This design comes from an exercise in tuning for small area, a short achievable clock period and few clock cycles per item on the open sky130 flow, not from production work. The RTL was checked by simulation tests, not by an equivalence proof against the original design.

### flow/run.sh
#!/bin/bash
# synth_recipe.tcl (not shown) runs the flow's synth.tcl, then flattens the netlist and writes it again
# the make line also repeats each setting of config.mk as NAME=value (left out here)
make -C /OpenROAD-flow-scripts/flow DESIGN_CONFIG=/design/flow/config.mk WORK_HOME=/design/flow/orfs CLKGATE_MAP_FILE= SYNTH_SCRIPT=/design/flow/synth_recipe.tcl finish
### flow/config.mk
export PLATFORM = sky130hd
export DESIGN_NAME = stitch_weight
export DESIGN_NICKNAME = stitch_weight
export VERILOG_FILES = /design/flow/design.v
export SDC_FILE = /design/flow/constraint.sdc
export NUM_CORES = 4
export LEC_CHECK = 0
export CAP_MARGIN = 20
export CORE_MARGIN = 2
export CORE_UTILIZATION = 40
export PLACE_DENSITY = 0.6
export SLEW_MARGIN = 20
### flow/constraint.sdc
create_clock -name core_clock -period 25.0 [get_ports {clk}]
set_input_delay 5.0000 -clock core_clock [delete_from_list [all_inputs] [get_ports {clk}]]
set_output_delay 5.0000 -clock core_clock [all_outputs]
set_load 0.01 [all_outputs]
### flow/design.v
module stitch_weight (
    input  wire        clk,
    input  wire        rst,
    input  wire        start,
    output wire        ready,
    input  wire [20:0] in_cx,         
    input  wire [18:0] in_cy,         
    input  wire [12:0] in_x0,         
    input  wire [10:0] in_y0,         
    input  wire [13:0] in_w,          
    input  wire [11:0] in_h,          
    input  wire [7:0]  in_ramp_l,
    input  wire [7:0]  in_ramp_r,
    input  wire [7:0]  in_ramp_t,
    input  wire [7:0]  in_ramp_b,
    input  wire        in_profile,
    output reg         done,
    output reg  [16:0] wn
);
    localparam [1:0] S_IDLE = 2'd0, S_SETUP = 2'd1, S_DIV = 2'd2, S_FIN = 2'd3;
    reg [1:0]  state;
    reg        axis;                  
    reg [4:0]  bitn;                  
    reg [20:0] r_cx;
    reg [18:0] r_cy;
    reg [12:0] r_x0;
    reg [10:0] r_y0;
    reg [13:0] r_w;
    reg [11:0] r_h;
    reg [7:0]  r_l, r_r, r_t, r_b;
    reg        r_prof;
    assign ready = (state == S_IDLE);
    wire [21:0] c    = axis ? {3'd0, r_cy} : {1'b0, r_cx};
    wire [22:0] lo0  = axis ? {r_y0, 8'd0} : {2'b0, r_x0, 8'd0};         
    wire [22:0] hi1  = axis ? ({r_y0, 8'd0} + {r_h, 8'd0})
                            : ({2'b0, r_x0, 8'd0} + {1'b0, r_w, 8'd0});  
    wire [7:0]  lo_w = axis ? r_t : r_l;
    wire [7:0]  hi_w = axis ? r_b : r_r;
    wire [22:0] lo1  = lo0 + {lo_w, 8'd0};
    wire [22:0] hi0  = hi1 - {hi_w, 8'd0};
    wire in_lo = (lo_w != 8'd0) && ({1'b0, c} >= lo0) && ({1'b0, c} < lo1);
    wire in_hi = (hi_w != 8'd0) && ({1'b0, c} >= hi0) && ({1'b0, c} < hi1);
    wire [15:0] n = in_lo ? (c - lo0) : (c - hi0);
    wire [15:0] d = in_lo ? {lo_w, 8'd0} : {hi_w, 8'd0};
    wire [31:0] n2   = n * n;
    wire [31:0] d2   = d * d;
    wire [47:0] d3   = d2 * d;
    wire [17:0] cub  = 3 * d - 2 * n;
    wire [49:0] num  = r_prof ? n2 * cub : n * d2;
    wire [67:0] dividend = {num, 17'd0} + d3;
    wire [67:0] divisor  = {d3, 1'b0};
    reg [67:0] rem;
    reg [83:0] den;                   
    reg [16:0] q;
    reg        ramp, comp;
    reg [16:0] wx, wy;
    wire        fits  = {16'd0, rem} >= den;
    wire [16:0] q_nxt = q | (fits ? (17'd1 << bitn) : 17'd0);
    wire [16:0] w_ax  = !ramp ? 17'd65536 : comp ? (17'd65536 - q_nxt) : q_nxt;
    wire [33:0] wprod = wx * wy + 34'd32768;
    always @(posedge clk) begin
        if (rst) begin
            state <= S_IDLE;
            done  <= 1'b0;
        end else begin
            done <= 1'b0;
            case (state)
                S_IDLE: begin
                    if (start) begin
                        r_cx <= in_cx;  r_cy <= in_cy;
                        r_x0 <= in_x0;  r_y0 <= in_y0;
                        r_w  <= in_w;   r_h  <= in_h;
                        r_l  <= in_ramp_l;  r_r <= in_ramp_r;
                        r_t  <= in_ramp_t;  r_b <= in_ramp_b;
                        r_prof <= in_profile;
                        axis  <= 1'b0;
                        state <= S_SETUP;
                    end
                end
                S_SETUP: begin
                    rem   <= dividend;
                    den   <= {divisor, 16'd0};
                    q     <= 17'd0;
                    bitn  <= 5'd16;
                    ramp  <= in_lo | in_hi;
                    comp  <= !in_lo & in_hi;
                    state <= S_DIV;
                end
                S_DIV: begin
                    if (fits)
                        rem <= rem - den[67:0];
                    q    <= q_nxt;
                    den  <= den >> 1;
                    bitn <= bitn - 5'd1;
                    if (bitn == 5'd0) begin
                        if (axis == 1'b0) begin
                            wx    <= w_ax;
                            axis  <= 1'b1;
                            state <= S_SETUP;
                        end else begin
                            wy    <= w_ax;
                            state <= S_FIN;
                        end
                    end
                end
                S_FIN: begin
                    wn    <= wprod[32:16];
                    done  <= 1'b1;
                    state <= S_IDLE;
                end
            endcase
        end
    end
endmodule
==> results.txt <==
==> how the worst min path moves through the flow <==
| stage | to | cells after the start | from |
|---|---|---|---|
| floorplan | state[0]$_SDFFE_PP0P_ | 2 | state[0]$_SDFFE_PP0P_ |
| global placement | den[21]$_SDFFCE_PN0P_ | 2 | den[22]$_SDFFCE_PN0P_ |
| detailed placement | den[28]$_SDFFCE_PN0P_ | 2 | den[29]$_SDFFCE_PN0P_ |
| CTS | den[61]$_DFFE_PP_ | 1 | den[62]$_DFFE_PP_ |
| global route | den[61]$_DFFE_PP_ | 1 | den[62]$_DFFE_PP_ |
| finish | den[61]$_DFFE_PP_ | 1 | den[62]$_DFFE_PP_ |
==> registers in the layout, summed over array words and instances (netlist names), 11 cells and up <==
name and count:
r_x0 13, wx 17, rem 68, r_y0 11, r_cx 21, r_cy 19
den 65, r_w 14, wy 17, q 17, wn 17, r_h 12
==> kinds of logic (layout without fill, tap and decap cells) <==
family / count (synthesis) / count (layout)
xor gates and xnor gates: 339 / 339
and+or+nand+nor: 2262 / 2262
AOI/OAI and AO/OA: 949 / 949
buffers and inverters: 1819 / 1876
DFF: 335 / 335
muxes: 91 / 91
adders and majority gates: 1937 / 1937
other: 1 / 1
==> area by class of cell <==
cell class              count  area share
clock buffers              53      0.0144
well taps                2325      0.0384
flip-flops and latches    335       0.133
multi-input cells        5579       0.703
repair buffers            267      0.0315
clock inverters            25     0.00448
inverters                1531      0.0760
==> layer usage <==
layer / vias to the layer above / wire (um)
li1: 24493 / -
met1: 26868 / 87400
met2: 1878 / 93600
met3: 355 / 13800
met4: 0 / 8570
met5: - / 0
==> Yosys cell counts, types with 13 or more instances <==
cell type | number | share of area
and4_1 | 15 | 0.0019
o21ai_1 | 17 | 0.0012
nand4_1 | 43 | 0.0039
or2_2 | 18 | 0.0016
and2_1 | 222 | 0.020
mux2_2 | 40 | 0.0064
ha_1 | 825 | 0.15
a21o_1 | 118 | 0.013
o21a_1 | 45 | 0.0048
clkbuf_1 | 247 | 0.013
a31oi_1 | 39 | 0.0035
edfxtp_1 | 332 | 0.14
o21bai_1 | 40 | 0.0043
nand2_1 | 911 | 0.049
buf_2 | 21 | 0.0015
xnor2_1 | 215 | 0.027
nor2_1 | 699 | 0.038
nor4_1 | 14 | 0.0013
a211o_1 | 14 | 0.0018
nand2b_1 | 65 | 0.0058
nor2b_1 | 47 | 0.0042
or3_1 | 23 | 0.0021
mux2i_1 | 44 | 0.0063
o211ai_1 | 17 | 0.0018
o31ai_1 | 20 | 0.0021
buf_1 | 16 | 0.00086
nand3_1 | 56 | 0.0040
and3_1 | 29 | 0.0026
a21oi_1 | 276 | 0.020
o21ai_0 | 179 | 0.013
a41oi_1 | 15 | 0.0019
nor3_1 | 73 | 0.0052
fa_1 | 1112 | 0.32
a211oi_1 | 30 | 0.0032
a21boi_0 | 13 | 0.0014
inv_1 | 1513 | 0.081
xor2_1 | 121 | 0.015
==> metrics by stage <==
stage | std cells | util | worst slack (ns) | area (um2)
after floorplan | 7733 | - | 5.58 | 69900
after global placement | 10034 | 0.427 | 3.96 | 74200
after detailed placement | 10035 | 0.427 | 3.76 | 74200
after CTS | 10113 | 0.436 | 3.65 | 75700
after global routing | 10115 | 0.436 | 2.04 | 75700
final | 10115 | 0.436 | 3.50 | 75700
==> cell usage in the layout (no fill, tap or decap), types with 40 or more instances in the layout <==
master              n
a21o_1            118
a21oi_1           275
and2_1            222
buf_4             121
clkbuf_16          42
clkdlybuf4s50_1   144
edfxtp_1          332
fa_1             1112
ha_1              824
inv_1            1513
mux2_2             40
nand2_1           911
nand2b_1           65
nand3_1            56
nand4_1            43
nor2_1            699
nor2b_1            45
nor3_1             72
o21a_1             45
o21ai_0           179
o21bai_1           40
xnor2_1           201
xor2_1            119
==> results.txt <==
- Worst Setup End Kind: flip-flop
- Worst-Skew Late Latency: 0.65 ns
- Hold/Removal Path Class: reg -> reg
- GPL Wtd Cong: 0.934
- Grt met3 use: 0.0305
- Reg2Reg Depth: about 80
- Synth Area in Compound Gates: 0.0887
- Die span in x: 422 um
- GRT Util Overall: 0.231
- Num CTS Buffers: 42
- Main combinational cell family by area after synthesis: adder cells
- Worst Tran Pin Value: roughly 1.1 ns
- Fillers: 17115
- Drt wl/cell: ~20 um
- Post-CTS Repair Setup Buffers: 0
- First-pass GRT wire length: approximately 320 mm
- Placed wire-length estimate: 163 mm
- Critical Path Start Type: flip-flop
- Die area: approximately 180000 um2
- Period utilisation layout: 0.860
- RSZ-0062 raised after global routing: no
- Post-synthesis mux area share: 0.0142
- Slew Limit Fails: 0
- Initial Utilization: 0.402
- Number of warnings issued by yosys: 1
- R2r endpoint: rem[67]$_DFFE_PP_
- Synth Area in Simple Gates: 0.145
- Clk pin slew, worst setup/hold paths: about 0.06 ns
- Fin. Hold Viols: 0
- CTS tree: done
- 1st-iter DRT viols: about 3900
- Ant diodes: 0
- Vias post-DR: between 50000 and 60000
- WS Path Type: reg -> reg
- M1 GR Usage: 0.311
- Adder-Cell Fraction of Synth Area: 0.466
- Max Freq: about 0.047 GHz
- Total gr overflow: 0
- Setup TNS: 0 ns
- Routed Antenna Nets: 0
- Critical Path AT: 21.95 ns
- Pre-antenna DRT Iters: 6
- Synth Area per Inst: roughly 9.0 um2
- Clock buffer depth: 3
- Cell family with most CP delay: adder cells
- Unique cell type count in the Yosys netlist: around 120
- Capture point of the worst path: rem[67]$_DFFE_PP_
- IO Port Bufs: roughly 140
- Die Y: approximately 420 um
- Met2 usage: 0.379
- I/O pins: approximately 150
- WP depth: just over 80
- Status: timing/DRC/antenna clean
- Crit path buffers/inverters: 13
- Synth Cell Area: 69900 um2
- Core region area: ~170000 um2
- Max incr delay on CP: roughly 0.73 ns
- Syn nets: between 9000 and 10000
- Register Area: around 10000 um2
- Main synth FF type: edfxtp_1
- Root buffer cell: clkbuf_16
- Maxcap violations: 0
- R2R setup slack: roughly 3.5 ns
- Nets: just under 10000
- Post-cts resize count: 0
- Synthesis-to-layout area growth: 8.33%
- Row count: ~150
- Worst rel slew slack: 0.233
- Worst Path Required: 25.45 ns
- Most Crowded Layer GR: met2
- CP max stage cell: xor2_1
- Reg2reg start: axis$_DFFE_PP_
- WL final: between 200 and 250 mm
- Post-CTS Hold Buffers: 0
- CTS Sinks: 335
- Synth Area in XOR/XNOR: 0.0432
- Number of synthesized flops with an enable pin: roughly 330
- Clk_skew: between 0.05 and 0.06 ns
- Sequential fraction of the synthesis area: 0.144
- Vias per cell: 5.30
- Largest net degree at the start of global routing: 75
- Syn Inst Count: roughly 7700
- Initial antenna violation count: 3
- Tmin final: 21.50 ns
- Hold WS: about 0.54 ns
- Share of cells above drive strength 1: 0.0433
- # DRC: 0
- Flops & latches, synth: between 300 and 400
- Setup violations, final: 0
- Worst setup path start: axis$_DFFE_PP_
- Multi-input combinational cell area: between 50000 and 60000 um2
- CTS HTree Levels: 2
- Ys async rst share: 0
- Worst-path fanout max: 31
- Vias in the first global route: roughly 57000
Testbench counts, summed over its fixed seeds: cycles 121,600, points 3,200.

afterwards: timing with drivers on the ports:
Ports are ideal in the flow. The routed layout listed here was re-timed in OpenROAD.
Step 1, drivers: a clkbuf_16 drives clk and a buf_2 each remaining input, both assumed.
Step 2 adds t to the input delays and takes it off the output delays; t is the mean of the earliest and latest rising clock arrival at the registers after step 1. Input paths then give back, and output paths get back, about the clock's delay inside the block.
a / b / c = no drivers / after step 1 / after step 2; a / b = the first two.
shift t [ns]: 0.700
setup slack, ns: 3.500 / 3.500 / 3.500
hold slack, ns: 0.543 / 0.543 / 0.543
clock arrival spread, ns: 0.059 / 0.058
slew at the worst register clock pin (ns): 0.07 / 0.07
After both steps this run still meets setup and hold. The setup slack of this run moves by 0.000 ns with the drivers and by 0.000 ns with both steps.
